Source: an optimization exercise on an open RTL-to-GDS flow (aim: small area, a short achievable clock period and few clock cycles). Production flows keep margins and buffers that such runs may drop. Only simulation tests tie the RTL to the original design; equivalence was not proved.

## flow/design.v (module list and top-level ports; edited modules follow where they fit)
// module bld_mul16: 1171 lines
// module bld_engine: 180 lines
// module bld_slot_op: 27 lines
// module bld_zones: 105 lines
// module bld_head: 222 lines
module bld_head (
    input  wire         clk,
    input  wire         rst,
    input  wire         cfg_we,
    input  wire [6:0]   cfg_addr,
    input  wire [31:0]  cfg_data,
    input  wire         in_valid,
    output wire         in_ready,
    input  wire         in_last,
    input  wire [12:0]  in_x,
    input  wire [12:0]  in_y,
    input  wire [7:0]   in_present,
    input  wire [127:0] in_l,
    input  wire [127:0] in_a,
    output reg          out_valid,
    output reg  [15:0]  out_v,
    output reg          out_lowered,
    output reg          out_raised,
    output reg          sum_valid,
    output wire [31:0]  sum_drive,
    output wire [20:0]  sum_clamped,
    output wire [20:0]  sum_lifted
);
  // ...
==> flow/run.sh <==
#!/bin/bash
# synth_recipe.tcl (not shown) runs the flow's synth.tcl, then flattens the netlist and writes it again
# the make line also repeats each setting of config.mk as NAME=value (left out here)
make -C /OpenROAD-flow-scripts/flow DESIGN_CONFIG=/design/flow/config.mk WORK_HOME=/design/flow/orfs CLKGATE_MAP_FILE= SYNTH_SCRIPT=/design/flow/synth_recipe.tcl finish
==> flow/config.mk <==
export PLATFORM = sky130hd
export DESIGN_NAME = bld_head
export DESIGN_NICKNAME = bld_head
export VERILOG_FILES = /design/flow/design.v
export SDC_FILE = /design/flow/constraint.sdc
export NUM_CORES = 4
export LEC_CHECK = 0
export CAP_MARGIN = 20
export CORE_MARGIN = 2
export CORE_UTILIZATION = 30
export CTS_BUF_LIST = sky130_fd_sc_hd__clkbuf_8 sky130_fd_sc_hd__clkbuf_16
export CTS_CLUSTER_SIZE = 24
export PLACE_DENSITY = 0.4
export SLEW_MARGIN = 20
==> flow/constraint.sdc <==
create_clock -name core_clock -period 50.0 [get_ports {clk}]
set_input_delay 10.0000 -clock core_clock [delete_from_list [all_inputs] [get_ports {clk}]]
set_output_delay 10.0000 -clock core_clock [all_outputs]
set_load 0.01 [all_outputs]
==> out/metrics.csv, run 1 <==
stage;metric;value;unit
place;IO buf count;424;
place;placed inst area;244000;um2
sta;final max-slew violation count;0;
cells_and_area;commonest non-fill, non-tap cell in the layout;inv_1;
synthesis;largest cells by area after synthesis;edfxtp_1 (37%), fa_1 (17%), dfxtp_1 (6.3%);
cells_and_area;multi-input logic area;116000;um2
synthesis;largest family of logic cells by synthesized area;adder cells;
worst_setup_path;Worst path slowest cell;and4b_1;
synthesis;Top FF cell, synth;edfxtp_1;
synthesis;mux cell area share after synthesis;1.35;%
worst_setup_path;critical path depth in cells;6;
worst_setup_path;Worst Setup Start Kind;input port;
synthesis;Synth area leader;edfxtp_1;
synthesis;Avg Cell Area, Syn;11.2;um2
grt;initial antenna violation count;132;
worst_setup_path;RR Startpoint;eng[1].u_eng.s3_k[10]$_DFF_P_;
synthesis;count leader, synth;inv_1;
die;Cell Rows;318;
outcome;status;finished clean;
cells_and_area;cell area after layout;257000;um2
worst_setup_path;Critical Path Max Stage Delay;940;ps
synthesis;Async S/R FF share, synth;0;%
Testbench counts, summed over its fixed seeds: cycles 18,822.
==> inputs of run 2 (changes only) <==
--- a/flow/config.mk
+++ b/flow/config.mk
@@ -8,7 +8,5 @@
 export CAP_MARGIN = 20
 export CORE_MARGIN = 2
 export CORE_UTILIZATION = 30
-export CTS_BUF_LIST = sky130_fd_sc_hd__clkbuf_8 sky130_fd_sc_hd__clkbuf_16
-export CTS_CLUSTER_SIZE = 24
 export PLACE_DENSITY = 0.4
 export SLEW_MARGIN = 20
==> run 2 against run 1 <==
Net effect:
- synthesized cell count did not move
- non-clock buffer count did not move
- die area did not move
- sequential share of layout area barely moved
- area after synthesis did not move
- count of clock-buffer cells in the layout rose by 102
- first-iteration DRC count rose by 1.1%
- worst hold slack barely moved
- fmax barely moved
- clock skew fell by 0.96 ps
- critical path type is now flip-flop to primary output
==> out/metrics.csv, run 2 <==
stage;metric;value;unit;change
synthesis;Synth top area share;36.5;%;unchanged
worst_setup_path;critical path fanouts, max;14;;was 49
drt;met2 WL post-DR;364000;um;about the same
worst_hold_path;Hold Path Depth;0;;unchanged
sta;sum of negative setup slack;0;ps;unchanged
drt;drt pass-1 iters;10;;was 7
synthesis;Post-Syn Instances;20101;;unchanged
die;Die Ht;872;um;unchanged
sta;Max Freq;81.8;MHz;about the same
clock_tree;number of buffers created by CTS;406;;unchanged
synthesis;Simple-Gate Fraction of Synth Area;11.8;%;unchanged
worst_setup_path;critical path endpoint category;primary output;;was flip-flop
synthesis;post-synthesis sequential area ratio;42.8;%;unchanged
synthesis;post-synthesis xor/xnor area fraction;2.00;%;unchanged
drt;DR vias/cell;5.01;;about the same
drt;DRC Markers;0;;unchanged
sta;Final period util;24.4;%;was 24.5%
worst_setup_path;Critical Path Max Stage Delay;620;ps;was 940 ps
place;IO buf count;424;;unchanged
synthesis;largest cells by area after synthesis;edfxtp_1 (37%), fa_1 (17%), dfxtp_1 (6.3%);;unchanged
clock_tree;clock-pin transition on the worst setup and hold timing paths;60;ps;about the same
synthesis;count leader, synth;inv_1;;unchanged
clock_tree;CTS tree;yes;;unchanged
sta;final hold viol count;0;;unchanged
drt;Iteration-0 DRC Markers;13520;;was 13374
drt;met1 wire length;377000;um;about the same
die;Cell Rows;318;;unchanged
worst_setup_path;Worst Path Arrival;2220;ps;was 12870 ps
cells_and_area;area added between synthesis and finish;13.9;%;about the same
die;Die ar.;760000;um2;unchanged
grt;GRT Util Overall;20.5;%;about the same
flow_run;Max-Cap Viols;0;;unchanged
clock_tree;CTS HTree Levels;5;;unchanged
cells_and_area;Post-Route Utilization;34.3;%;about the same
grt;initial antenna violation count;132;;unchanged
sta;Slew @ Worst Pin;1280;ps;was 1350 ps
place;RD Place Congestion;0.880;;unchanged
die;# IOs;429;;unchanged
synthesis;Top FF cell, synth;edfxtp_1;;unchanged
worst_setup_path;critical path depth in cells;1;;was 6
grt;first-pass GRT wire length;1160000;um;about the same
place;cell count after placement;30013;;unchanged
worst_setup_path;critical path class;flip-flop to primary output;;was input port to flip-flop
drt;wire per inst;25.9;um;about the same
cells_and_area;commonest non-fill, non-tap cell in the layout;inv_1;;unchanged
sta;RSZ-0062 raised after global routing;false;;unchanged
worst_setup_path;CP bufs+invs;1;;was 4
drt;top sig layer;met5;;unchanged
die;Core Region;750000;um2;unchanged
clock_tree;hold buffers post-CTS;0;;unchanged
drt;WL final;802000;um;about the same
sta;worst relative slew slack;14.0;%;was 9.34%
synthesis;mux cell area share after synthesis;1.35;%;unchanged
synthesis;Synth area leader;edfxtp_1;;unchanged
synthesis;Avg Cell Area, Syn;11.2;um2;unchanged
synthesis;Synth Register Bits;3456;;unchanged
synthesis;largest family of logic cells by synthesized area;adder cells;;unchanged
grt;pin count of the biggest net entering global routing;143;;unchanged
grt;aggregate global routing overflow;0;;unchanged
cells_and_area;Sequential cell area;96700;um2;unchanged
worst_hold_path;worst min path class;flip-flop to flip-flop;;unchanged
synthesis;Cell Area, Synth;226000;um2;unchanged
worst_setup_path;CP top delay family;buffers and inverters;;unchanged
sta;setup violators final;0;;unchanged
worst_setup_path;worst-path cell chain;clkdlybuf4s50_1;;was buf_6 -> buf_4 -> buf_4 -> nor2b_4 -> buf_4 -> and4b_1
worst_setup_path;CP required;40000;ps;was 50650 ps
sta;final max-slew violation count;0;;unchanged
drt;Post-DRT Antenna Nets;0;;unchanged
drt;DR vias;155130;;was 155142
cells_and_area;share of layout cells above drive strength 1;7.40;%;unchanged
clock_tree;clk sinks;3456;;unchanged
synthesis;count of different cell masters after synthesis;110;;unchanged
worst_setup_path;Worst path slowest cell;clkdlybuf4s50_1;;was and4b_1
synthesis;EDFF count, synth;2746;;unchanged
cells_and_area;fill cell count;75036;;was 75033
drt;WL met3;40800;um;was 40900 um
sta;skew final;125;ps;was 126 ps
die;DIE WIDTH;872;um;unchanged
cells_and_area;non-filler cells in the finished layout;30985;;was 30984
synthesis;commonest cells in the synthesized netlist;inv_1 (2807), edfxtp_1 (2746), fa_1 (1970), and2_1 (1659), nor2_1 (1336);;unchanged
synthesis;Yosys Warn Count;13;;unchanged
clock_tree;clk latency of the worst-skew pair;1080;ps;about the same
cells_and_area;commonest cells after routing, fill and taps aside;inv_1 (2804), edfxtp_1 (2746), fa_1 (1970);;was inv_1 (2906), edfxtp_1 (2746), fa_1 (1970)
cells_and_area;largest registers;eng.u_eng.b_a: 384 flops, eng.u_eng.b_l: 384 flops;;unchanged
clock_tree;postcts setup bufs;0;;unchanged
outcome;status;finished clean;;unchanged
cells_and_area;multi-input logic area;116000;um2;unchanged
grt;number of global-route vias before repair;158575;;was 158566
cells_and_area;nets;23646;;unchanged
clock_tree;clk buf depth;4;;unchanged
sta;fin crit period;12220;ps;was 12230 ps
synthesis;Post-Synth Adder-Cell Area;24.9;%;unchanged
worst_setup_path;Worst Setup Start Kind;flip-flop;;was input port
place;HPWL after DPL;581000;um;unchanged
clock_tree;Resize count post-CTS;0;;unchanged
clock_tree;Root Buffer;clkbuf_16;;unchanged
worst_setup_path;Reg2Reg Depth;47;;unchanged
synthesis;Async S/R FF share, synth;0;%;unchanged
synthesis;Synth Area in Compound Gates;10.7;%;unchanged
die;initial cell density of the core;30.1;%;unchanged
[run 2: logic make-up after synthesis]
logic type                 Yosys count
xor gates and xnor gates           516
adders and majority gates         3443
and+or+nand+nor                   5289
muxes                              292
other                                1
DFF                               3456
buffers and inverters             3753
AOI/OAI and AO/OA                 3351
[run 2: path summary, 6_finish.rpt]
path,to,slack (ps),from
worst max-delay path,in_ready,37780,r_ready$_SDFF_PP1_
worst min register to register,eng[1].u_eng.s2_fn[0]$_DFF_P_,320,eng[1].u_eng.s1_fn[0]$_DFF_P_
worst max register to register,eng[1].u_eng.p_d[2][15]$_DFFE_PP_,37970,eng[1].u_eng.s3_k[10]$_DFF_P_
worst min-delay path,eng[1].u_eng.s2_fn[0]$_DFF_P_,320,eng[1].u_eng.s1_fn[0]$_DFF_P_
[run 2: final cells by class]
| class | instances | area share, % |
|---|---|---|
| Tap cell | 9920 | 4.82 |
| Multi-Input combinational cell | 12895 | 45.0 |
| Clock buffer | 556 | 4.38 |
| Timing Repair Buffer | 912 | 3.11 |
| Sequential cell | 3456 | 37.6 |
| Antenna cell | 214 | 0.208 |
| Clock inverter | 198 | 0.706 |
| Inverter | 2834 | 4.15 |
[run 2: per-stage QoR]
stage          hold slack, ps  worst slack [ps]  cell area [um2]
6_report                  321             37780           257000
4_1_cts                   323             37630           257000
5_1_grt                   330             37160           257000
2_1_floorplan             310             36300           226000
3_5_place_dp              312             36710           244000
3_3_place_gp              312             36710           244000
[run 2: per-layer routing]
metal | global-route usage, % | vias to the layer above
li1 | - | 70280
met1 | 29.6 | 79749
met2 | 32.9 | 4065
met3 | 2.71 | 976
met4 | 4.79 | 60
met5 | 0 | -
==> inputs of run 3 (changes only) <==
--- a/flow/config.mk
+++ b/flow/config.mk
@@ -7,6 +7,6 @@
 export LEC_CHECK = 0
 export CAP_MARGIN = 20
 export CORE_MARGIN = 2
-export CORE_UTILIZATION = 30
-export PLACE_DENSITY = 0.4
+export CORE_UTILIZATION = 45
+export PLACE_DENSITY = 0.55
 export SLEW_MARGIN = 20
==> run 3 against run 2 <==
Net effect:
- largest cell class unchanged
- utilization grew 16 points
- fmax shrank 0.93%
==> out/metrics.csv, run 3 <==
stage;metric;value;unit;change
drt;WL final;709000;um;was 802000 um
cells_and_area;share of layout cells above drive strength 1;6.91;%;was 7.40%
drt;wire per inst;25.8;um;was 25.9 um
clock_tree;CTS HTree Levels;5;;unchanged
synthesis;Async S/R FF share, synth;0;%;unchanged
worst_setup_path;critical path depth in cells;2;;was 1
synthesis;post-synthesis sequential area ratio;42.8;%;unchanged
sta;final max-slew violation count;0;;unchanged
clock_tree;clk buf depth;4;;unchanged
flow_run;Max-Cap Viols;0;;unchanged
clock_tree;clk sinks;3456;;unchanged
worst_setup_path;CP bufs+invs;2;;was 1
drt;Post-DRT Antenna Nets;0;;unchanged
sta;Max Freq;81.1;MHz;was 81.8 MHz
sta;RSZ-0062 raised after global routing;false;;unchanged
sta;Slew @ Worst Pin;1200;ps;was 1280 ps
worst_setup_path;Reg2Reg Depth;46;;was 47
cells_and_area;commonest cells after routing, fill and taps aside;inv_1 (2804), edfxtp_1 (2746), fa_1 (1970);;unchanged
cells_and_area;commonest non-fill, non-tap cell in the layout;inv_1;;unchanged
grt;number of global-route vias before repair;156785;;was 158575
drt;drt pass-1 iters;8;;was 10
sta;setup violators final;0;;unchanged
die;DIE WIDTH;713;um;was 872 um
clock_tree;number of buffers created by CTS;376;;was 406
worst_setup_path;critical path endpoint category;primary output;;unchanged
synthesis;Synth Register Bits;3456;;unchanged
sta;Final period util;24.7;%;was 24.4%
clock_tree;Resize count post-CTS;0;;unchanged
grt;initial antenna violation count;130;;was 132
sta;fin crit period;12340;ps;was 12220 ps
worst_setup_path;Critical Path Max Stage Delay;640;ps;was 620 ps
worst_setup_path;critical path class;flip-flop to primary output;;unchanged
worst_setup_path;Worst path slowest cell;clkdlybuf4s50_1;;unchanged
worst_setup_path;CP top delay family;buffers and inverters;;unchanged
place;cell count after placement;26716;;was 30013
die;# IOs;429;;unchanged
synthesis;commonest cells in the synthesized netlist;inv_1 (2807), edfxtp_1 (2746), fa_1 (1970), and2_1 (1659), nor2_1 (1336);;unchanged
die;Core Region;501000;um2;was 750000 um2
clock_tree;postcts setup bufs;0;;unchanged
die;Cell Rows;260;;was 318
synthesis;Synth top area share;36.5;%;unchanged
clock_tree;Root Buffer;clkbuf_16;;unchanged
grt;first-pass GRT wire length;1040000;um;was 1160000 um
sta;Worst Hold Slack;284;ps;was 321 ps
sta;worst relative slew slack;19.8;%;was 14.0%
die;initial cell density of the core;45.1;%;was 30.1%
synthesis;EDFF count, synth;2746;;unchanged
synthesis;Cell Area, Synth;226000;um2;unchanged
worst_setup_path;critical path fanouts, max;20;;was 14
synthesis;count leader, synth;inv_1;;unchanged
grt;aggregate global routing overflow;0;;unchanged
worst_setup_path;Worst Path Arrival;2340;ps;was 2220 ps
sta;final hold viol count;0;;unchanged
clock_tree;clock-pin transition on the worst setup and hold timing paths;60;ps;about the same
die;Die Ht;713;um;was 872 um
synthesis;Post-Syn Instances;20101;;unchanged
worst_setup_path;CP required;40000;ps;about the same
cells_and_area;largest registers;eng.u_eng.b_a: 384 flops, eng.u_eng.b_l: 384 flops;;unchanged
place;placed inst area;239000;um2;was 244000 um2
worst_setup_path;Worst Setup Start Kind;flip-flop;;unchanged
sta;sum of negative setup slack;0;ps;unchanged
place;IO buf count;424;;unchanged
drt;DR vias/cell;5.66;;was 5.01
place;HPWL after DPL;508000;um;was 581000 um
drt;Iteration-0 DRC Markers;15015;;was 13520
synthesis;Synth area leader;edfxtp_1;;unchanged
synthesis;count of different cell masters after synthesis;110;;unchanged
cells_and_area;cell area after layout;252000;um2;was 257000 um2
synthesis;Yosys Warn Count;13;;unchanged
die;Die ar.;508000;um2;was 760000 um2
grt;pin count of the biggest net entering global routing;152;;was 143
synthesis;largest cells by area after synthesis;edfxtp_1 (37%), fa_1 (17%), dfxtp_1 (6.3%);;unchanged
synthesis;Avg Cell Area, Syn;11.2;um2;unchanged
cells_and_area;non-filler cells in the finished layout;27508;;was 30985
sta;skew final;156;ps;was 125 ps
outcome;status;finished clean;;unchanged
cells_and_area;nets;23557;;was 23646
worst_hold_path;Hold Path Depth;0;;unchanged
worst_setup_path;Reg2Reg Setup Slack;38180;ps;was 37970 ps
cells_and_area;area added between synthesis and finish;11.5;%;was 13.9%
grt;GRT Util Overall;27.4;%;was 20.5%
drt;DR vias;155745;;was 155130
clock_tree;hold buffers post-CTS;0;;unchanged
synthesis;Top FF cell, synth;edfxtp_1;;unchanged
clock_tree;clk latency of the worst-skew pair;1080;ps;about the same
worst_setup_path;worst-path cell chain;buf_4 -> clkdlybuf4s50_1;;was clkdlybuf4s50_1
place;RD Place Congestion;0.933;;was 0.880
clock_tree;CTS tree;yes;;unchanged
drt;DRC Markers;0;;unchanged
worst_hold_path;worst min path class;flip-flop to flip-flop;;unchanged
[run 3: cell counts after synthesis]
No cell type changed its count.
[run 3: layout make-up]
type	instances	area (um2)
antenna	87	218
timing repair buffer	853	7520
clock inverter	215	2300
clock buffer	487	10400
sequential	3456	96700
fill	44787	249000
multi-input combinational	12895	116000
inverter	2834	10700
tap	6681	8360
[run 3: path summary, 6_finish.rpt]
path / start / to
max: r_ready$_SDFF_PP1_ / in_ready
min: b_rc[4]$_DFF_P_ / c_ceil[12]$_DFF_P_
max reg2reg: eng[1].u_eng.d[4]$_SDFFE_PP0P_ / eng[1].u_eng.p_d[2][15]$_DFFE_PP_
min reg2reg: b_rc[4]$_DFF_P_ / c_ceil[12]$_DFF_P_
[run 3: cell families after synthesis]
family	count (synthesis)	synth area share [%]
and+or+nand+nor	5289	11.8
buffers and inverters	3753	6.40
other	1	0.00166
xor gates and xnor gates	516	2.00
muxes	292	1.35
DFF	3456	42.8
AOI/OAI and AO/OA	3351	10.7
adders and majority gates	3443	24.9
[run 3: metrics by stage]
step	utilization (%)	setup WS, ps
floorplan	-	36300
global placement	47.7	36810
detailed placement	47.7	36770
CTS	50.2	37550
global route	50.3	37100
finish	50.3	37660
[run 3: metal layers]
layer,track usage (%),wire [um],vias up
met3,5.17,54900,1222
met5,0,680,-
met1,38.4,309000,78864
li1,-,-,69931
met2,42.9,317000,5620
met4,9.48,26900,108
==> inputs of run 4 (changes only) <==
--- a/flow/config.mk
+++ b/flow/config.mk
@@ -7,6 +7,6 @@
 export LEC_CHECK = 0
 export CAP_MARGIN = 20
 export CORE_MARGIN = 2
-export CORE_UTILIZATION = 45
-export PLACE_DENSITY = 0.55
+export CORE_UTILIZATION = 55
+export PLACE_DENSITY = 0.65
 export SLEW_MARGIN = 20
==> run 4 against run 3 <==
Net effect:
- clock skew shrank 80 ps
- critical path depth is the same
- area after synthesis is the same
- design area shrank 0.82%
- first-iteration DRC count grew 18%
- flip-flop and latch count is the same
- via count grew 1.4%
==> out/metrics.csv, run 4 <==
stage;metric;value;unit;change
clock_tree;CTS tree;yes;;unchanged
clock_tree;Resize count post-CTS;0;;unchanged
die;# IOs;429;;unchanged
grt;aggregate global routing overflow;0;;unchanged
grt;number of global-route vias before repair;157386;;was 156785
place;RD Place Congestion;0.964;;was 0.933
worst_setup_path;CP bufs+invs;2;;unchanged
clock_tree;Root Buffer;clkbuf_16;;unchanged
cells_and_area;cell area after layout;250000;um2;was 252000 um2
worst_setup_path;critical path fanouts, max;9;;was 20
worst_hold_path;worst min path class;flip-flop to flip-flop;;unchanged
synthesis;Yosys Warn Count;13;;unchanged
drt;DRC Markers;0;;unchanged
cells_and_area;nets;23518;;was 23557
die;Die ar.;416000;um2;was 508000 um2
synthesis;Post-Syn Instances;20101;;unchanged
cells_and_area;largest registers;eng.u_eng.b_a: 384 flops, eng.u_eng.b_l: 384 flops;;unchanged
cells_and_area;area added between synthesis and finish;10.6;%;was 11.5%
synthesis;count of different cell masters after synthesis;110;;unchanged
grt;GRT Util Overall;32.5;%;was 27.4%
synthesis;EDFF count, synth;2746;;unchanged
flow_run;Max-Cap Viols;0;;unchanged
sta;RSZ-0062 raised after global routing;false;;unchanged
synthesis;Synth Register Bits;3456;;unchanged
clock_tree;number of buffers created by CTS;358;;was 376
worst_setup_path;Critical Path Max Stage Delay;600;ps;was 640 ps
place;IO buf count;424;;unchanged
sta;final hold viol count;0;;unchanged
die;initial cell density of the core;55.2;%;was 45.1%
outcome;status;finished clean;;unchanged
clock_tree;clk latency of the worst-skew pair;980;ps;was 1080 ps
die;Die Ht;645;um;was 713 um
drt;wire per inst;26.0;um;was 25.8 um
grt;initial antenna violation count;142;;was 130
clock_tree;clk sinks;3456;;unchanged
grt;pin count of the biggest net entering global routing;151;;was 152
sta;fin crit period;12300;ps;was 12340 ps
clock_tree;clock-pin transition on the worst setup and hold timing paths;60;ps;about the same
cells_and_area;Post-Route Utilization;61.0;%;was 50.3%
drt;Iteration-0 DRC Markers;17775;;was 15015
worst_setup_path;Worst Path Arrival;2300;ps;was 2340 ps
worst_setup_path;critical path class;flip-flop to primary output;;unchanged
synthesis;Synth top area share;36.5;%;unchanged
die;DIE WIDTH;645;um;was 713 um
synthesis;Avg Cell Area, Syn;11.2;um2;unchanged
drt;DR vias/cell;6.02;;was 5.66
sta;final max-slew violation count;0;;unchanged
place;HPWL after DPL;489000;um;was 508000 um
place;cell count after placement;25460;;was 26716
synthesis;post-synthesis sequential area ratio;42.8;%;unchanged
drt;Post-DRT Antenna Nets;0;;unchanged
sta;Final period util;24.6;%;was 24.7%
worst_setup_path;Worst path slowest cell;clkdlybuf4s50_1;;unchanged
sta;setup violators final;0;;unchanged
cells_and_area;commonest cells after routing, fill and taps aside;inv_1 (2804), edfxtp_1 (2746), fa_1 (1970);;unchanged
sta;skew final;76.2;ps;was 156 ps
worst_setup_path;worst-path cell chain;buf_4 -> clkdlybuf4s50_1;;unchanged
synthesis;Cell Area, Synth;226000;um2;unchanged
worst_setup_path;Worst Setup Start Kind;flip-flop;;unchanged
cells_and_area;commonest non-fill, non-tap cell in the layout;inv_1;;unchanged
cells_and_area;non-filler cells in the finished layout;26252;;was 27508
drt;DR vias;157930;;was 155745
synthesis;count leader, synth;inv_1;;unchanged
synthesis;Async S/R FF share, synth;0;%;unchanged
sta;Slew @ Worst Pin;1260;ps;was 1200 ps
synthesis;largest cells by area after synthesis;edfxtp_1 (37%), fa_1 (17%), dfxtp_1 (6.3%);;unchanged
sta;worst relative slew slack;15.4;%;was 19.8%
sta;sum of negative setup slack;0;ps;unchanged
clock_tree;clk buf depth;4;;unchanged
clock_tree;postcts setup bufs;0;;unchanged
drt;drt pass-1 iters;8;;unchanged
worst_setup_path;CP top delay family;buffers and inverters;;unchanged
clock_tree;CTS HTree Levels;5;;unchanged
drt;WL final;683000;um;was 709000 um
clock_tree;hold buffers post-CTS;0;;unchanged
synthesis;Synth area leader;edfxtp_1;;unchanged
die;Core Region;409000;um2;was 501000 um2
worst_setup_path;critical path endpoint category;primary output;;unchanged
sta;Max Freq;81.3;MHz;was 81.1 MHz
grt;first-pass GRT wire length;1010000;um;was 1040000 um
cells_and_area;share of layout cells above drive strength 1;6.69;%;was 6.91%
worst_setup_path;CP required;40000;ps;about the same
synthesis;commonest cells in the synthesized netlist;inv_1 (2807), edfxtp_1 (2746), fa_1 (1970), and2_1 (1659), nor2_1 (1336);;unchanged
synthesis;Top FF cell, synth;edfxtp_1;;unchanged
die;Cell Rows;235;;was 260
place;placed inst area;237000;um2;was 239000 um2
-- run 4: cell type report --
cell class,instances,area (um2)
inverter,2834,10700
timing repair buffer,832,7380
multi-input combinational,12895,116000
tap,5451,6820
sequential,3456,96700
fill,33262,160000
clock inverter,207,2500
antenna,116,290
clock buffer,461,9730
-- run 4: through the flow --
step | setup slack (ps) | hold slack (ps)
floorplan | 36300 | 310
global placement | 36760 | 311
detailed placement | 36670 | 312
CTS | 37640 | 326
global route | 37090 | 331
finish | 37700 | 325
-- run 4: per-layer routing --
layer,part of all wire [%],routed length [um],up-vias,GRT usage (%)
met2,45,305000,7474,50.2
met1,41,278000,79085,44.7
met4,4.2,28400,102,12.2
met3,10,70600,1395,7.71
li1,-,-,69874,-
met5,0.094,644,-,0
-- run 4: final timing paths --
kind | from | endpoint | slack [ps] | depth (start not counted)
worst max register to register | eng[0].u_eng.d[4]$_SDFFE_PP0P_ | eng[0].u_eng.p_d[2][15]$_DFFE_PP_ | 38060 | 50
worst min register to register | eng[1].u_eng.s1_nop$_DFF_P_ | eng[1].u_eng.s2_nop$_DFF_P_ | 330 | 0
worst max-delay path | r_ready$_SDFF_PP1_ | in_ready | 37700 | 2
worst min-delay path | eng[1].u_eng.s1_nop$_DFF_P_ | eng[1].u_eng.s2_nop$_DFF_P_ | 330 | 0
-- run 4: kinds of logic after synthesis --
group,count (synthesis),synth area share [%]
buffers and inverters,3753,6.40
AND/OR/NAND/NOR,5289,11.8
multiplexers,292,1.35
adder cells (fa/ha/maj),3443,24.9
other,1,0.00166
AO/OA/AOI/OAI,3351,10.7
flip-flops,3456,42.8
XOR/XNOR,516,2.00
==> inputs of run 5 (changes only) <==
--- a/flow/config.mk
+++ b/flow/config.mk
@@ -7,6 +7,6 @@
 export LEC_CHECK = 0
 export CAP_MARGIN = 20
 export CORE_MARGIN = 2
-export CORE_UTILIZATION = 55
-export PLACE_DENSITY = 0.65
+export CORE_UTILIZATION = 65
+export PLACE_DENSITY = 0.75
 export SLEW_MARGIN = 20
==> run 5 against run 4 <==
Net effect:
- design area fell by 0.84%
- area after synthesis unchanged
- register-to-register slack better by 170 ps
- flip-flop and latch count unchanged
- clock skew grew 19 ps
- critical path depth decreased by 1
- global-route usage up 4.8 points
==> out/metrics.csv, run 5 <==
stage;metric;value;unit;change
sta;skew final;94.8;ps;was 76.2 ps
synthesis;count of different cell masters after synthesis;110;;unchanged
worst_setup_path;Critical Path Sink;in_ready;;unchanged
worst_setup_path;CP required;40000;ps;about the same
die;# IOs;429;;unchanged
synthesis;Avg Cell Area, Syn;11.2;um2;unchanged
worst_setup_path;critical path class;flip-flop to primary output;;unchanged
sta;Final period util;24.5;%;was 24.6%
worst_hold_path;worst min path class;flip-flop to flip-flop;;unchanged
worst_setup_path;FF-to-FF End;eng[0].u_eng.p_d[1][15]$_DFFE_PP_;;was eng[0].u_eng.p_d[2][15]$_DFFE_PP_
worst_setup_path;Worst Path Arrival;2270;ps;was 2300 ps
worst_setup_path;critical path endpoint category;primary output;;unchanged
synthesis;count leader, synth;inv_1;;unchanged
worst_setup_path;crit path from;r_ready$_SDFF_PP1_;;unchanged
worst_setup_path;Reg2Reg Depth;49;;was 50
cells_and_area;fill cell count;24520;;was 33262
outcome;status;finished clean;;unchanged
die;initial cell density of the core;65.3;%;was 55.2%
die;Die ar.;352000;um2;was 416000 um2
clock_tree;clock-pin transition on the worst setup and hold timing paths;60;ps;about the same
drt;drt pass-1 iters;14;;was 8
die;DIE WIDTH;594;um;was 645 um
cells_and_area;commonest cells after routing, fill and taps aside;inv_1 (2804), edfxtp_1 (2746), fa_1 (1970);;unchanged
die;Cell Rows;216;;was 235
synthesis;largest cells by area after synthesis;edfxtp_1 (37%), fa_1 (17%), dfxtp_1 (6.3%);;unchanged
worst_setup_path;RR Startpoint;eng[0].u_eng.d[2]$_SDFFE_PP0P_;;was eng[0].u_eng.d[4]$_SDFFE_PP0P_
sta;worst relative slew slack;9.16;%;was 15.4%
clock_tree;clk sinks;3456;;unchanged
clock_tree;CTS HTree Levels;5;;unchanged
sta;final max-slew violation count;0;;unchanged
clock_tree;hold buffers post-CTS;0;;unchanged
drt;Iteration-0 DRC Markers;19555;;was 17775
grt;met3 GRT Util;12.2;%;was 7.71%
drt;wire per inst;26.2;um;was 26.0 um
grt;GRT busiest layer;met2;;unchanged
clock_tree;clk buf depth;4;;unchanged
cells_and_area;cell area after layout;248000;um2;was 250000 um2
sta;RSZ-0062 raised after global routing;false;;unchanged
place;IO buf count;424;;unchanged
grt;met1 Use GR;50.8;%;was 44.7%
sta;fin crit period;12270;ps;was 12300 ps
drt;Post-DRT Antenna Nets;0;;unchanged
worst_setup_path;Reg2Reg Setup Slack;38230;ps;was 38060 ps
worst_setup_path;CP top delay family;flip-flops;;was buffers and inverters
drt;DRC Markers;0;;unchanged
sta;Max Freq;81.5;MHz;was 81.3 MHz
place;placed inst area;236000;um2;was 237000 um2
synthesis;EDFF count, synth;2746;;unchanged
cells_and_area;largest registers;eng.u_eng.b_a: 384 flops, eng.u_eng.b_l: 384 flops;;unchanged
worst_setup_path;critical path depth in cells;1;;was 2
die;Core Region;346000;um2;was 409000 um2
synthesis;post-synthesis sequential area ratio;42.8;%;unchanged
grt;aggregate global routing overflow;0;;unchanged
sta;final hold viol count;0;;unchanged
grt;pin count of the biggest net entering global routing;122;;was 151
grt;GRT Util Overall;37.3;%;was 32.5%
sta;Slew @ Worst Pin;1360;ps;was 1260 ps
die;Die Ht;594;um;was 645 um
synthesis;Post-Syn Instances;20101;;unchanged
drt;DR vias;160049;;was 157930
worst_setup_path;Worst path slowest cell;dfxtp_2;;was clkdlybuf4s50_1
clock_tree;CTS tree;yes;;unchanged
grt;number of global-route vias before repair;159021;;was 157386
worst_setup_path;CP bufs+invs;1;;was 2
drt;DR vias/cell;6.33;;was 6.02
worst_setup_path;Critical Path Max Stage Delay;650;ps;was 600 ps
synthesis;Yosys Warn Count;13;;unchanged
cells_and_area;nets;23466;;was 23518
cells_and_area;share of layout cells above drive strength 1;6.36;%;was 6.69%
place;RD Place Congestion;0.977;;was 0.964
cells_and_area;area added between synthesis and finish;9.64;%;was 10.6%
worst_setup_path;Worst Setup Start Kind;flip-flop;;unchanged
sta;sum of negative setup slack;0;ps;unchanged
drt;WL final;662000;um;was 683000 um
synthesis;Synth top area share;36.5;%;unchanged
synthesis;Top FF cell, synth;edfxtp_1;;unchanged
cells_and_area;commonest non-fill, non-tap cell in the layout;inv_1;;unchanged
synthesis;Synth area leader;edfxtp_1;;unchanged
worst_setup_path;critical path fanouts, max;5;;was 9
grt;met2 GRT Util;55.5;%;was 50.2%
sta;setup violators final;0;;unchanged
clock_tree;postcts setup bufs;0;;unchanged
synthesis;Synth Register Bits;3456;;unchanged
grt;initial antenna violation count;131;;was 142
clock_tree;Resize count post-CTS;0;;unchanged
grt;first-pass GRT wire length;989000;um;was 1010000 um
clock_tree;clk latency of the worst-skew pair;990;ps;was 980 ps
synthesis;commonest cells in the synthesized netlist;inv_1 (2807), edfxtp_1 (2746), fa_1 (1970), and2_1 (1659), nor2_1 (1336);;unchanged
clock_tree;Root Buffer;clkbuf_16;;unchanged
synthesis;Async S/R FF share, synth;0;%;unchanged
worst_setup_path;worst-path cell chain;clkdlybuf4s50_1;;was buf_4 -> clkdlybuf4s50_1
flow_run;Max-Cap Viols;0;;unchanged
clock_tree;number of buffers created by CTS;348;;was 358
place;HPWL after DPL;466000;um;was 489000 um
synthesis;Cell Area, Synth;226000;um2;unchanged
## run 5: cell counts after synthesis
No cell type changed its count.
## run 5: logic make-up (layout without fill, tap and decap cells)
| kind of cell | Yosys count | in the layout | synth area share [%] |
|---|---|---|---|
| compound gates | 3351 | 3351 | 10.7 |
| xor+xnor | 516 | 516 | 2.00 |
| fa+ha+maj | 3443 | 3443 | 24.9 |
| buf+inv | 3753 | 4256 | 6.40 |
| flops | 3456 | 3456 | 42.8 |
| mux | 292 | 292 | 1.35 |
| other cells | 1 | 89 | 0.00166 |
| simple gates | 5289 | 5289 | 11.8 |
## run 5: worst min-delay path by stage
| stage | cells after the start | slack (ps) | to | startpoint |
|---|---|---|---|---|
| finish | 0 | 320 | c_ceil[11]$_DFF_P_ | b_rc[3]$_DFF_P_ |
| global route | 0 | 330 | eng[0].u_eng.s2_nop$_DFF_P_ | eng[0].u_eng.s1_nop$_DFF_P_ |
| CTS | 0 | 320 | eng[0].u_eng.s2_nop$_DFF_P_ | eng[0].u_eng.s1_nop$_DFF_P_ |
| detailed placement | 0 | 310 | c_floor[14]$_DFF_P_ | b_rf[6]$_DFF_P_ |
| global placement | 0 | 310 | c_ceil[11]$_DFF_P_ | b_rc[3]$_DFF_P_ |
| floorplan | 0 | 310 | c_ceil[10]$_DFF_P_ | b_rc[2]$_DFF_P_ |
## run 5: layout make-up
cell class / count / area (um2) / area share (%)
clock buffer: 434 / 9370 / 3.78
timing repair buffer: 790 / 7040 / 2.84
sequential: 3456 / 96700 / 39.0
antenna: 85 / 213 / 0.0859
inverter: 2834 / 10700 / 4.31
multi-input combinational: 12895 / 116000 / 46.7
tap: 4578 / 5730 / 2.31
clock inverter: 198 / 2220 / 0.895
## run 5: metal layers
metal	vias up	wire, um
li1	69744	-
met5	-	697
met2	9528	288000
met1	79000	253000
met4	104	30000
met3	1673	90900
## run 5: metrics by stage
step	hold slack (ps)	setup WS [ps]	utilization [%]	cells
floorplan	310	36300	-	20104
finish	321	37730	71.6	25270
detailed placement	312	36780	68.1	24544
global route	328	37320	71.6	25222
global placement	310	36830	68.1	24541
CTS	318	37700	71.5	25176

==> separate check: timing with driven ports <==
No port has a modelled driver above. Below, the same layouts with a new extraction and two added sets of constraints. Step 1: set_driving_cell puts a clkbuf_16 on clk and a buf_2 on each other input, an assumption about the parent block. Step 2 also shifts input and output timing later by t, the mid clock arrival at the registers, as if the neighbouring blocks saw the same clock. Three values: ideal ports, drivers, drivers and shift; two values: the first two.
run | t (ns) | setup slack, ns | worst data-port slew with drivers (ns) | pins driven straight from the clock port
run 1 | 1.161 | 37.772 / 37.636 / 36.718 | 0.26 | 1
run 2 | 1.160 | 37.778 / 37.628 / 36.748 | 0.26 | 1
run 3 | 1.123 | 37.664 / 37.526 / 36.712 | 0.22 | 1
run 4 | 1.070 | 37.705 / 37.575 / 36.744 | 0.30 | 1
run 5 | 1.059 | 37.731 / 37.607 / 36.922 | 0.25 | 1
After both steps setup and hold are still met in every run listed. The setup slack of run 1, which loses most, moves by -0.136 ns with the drivers and by -1.054 ns with both steps.
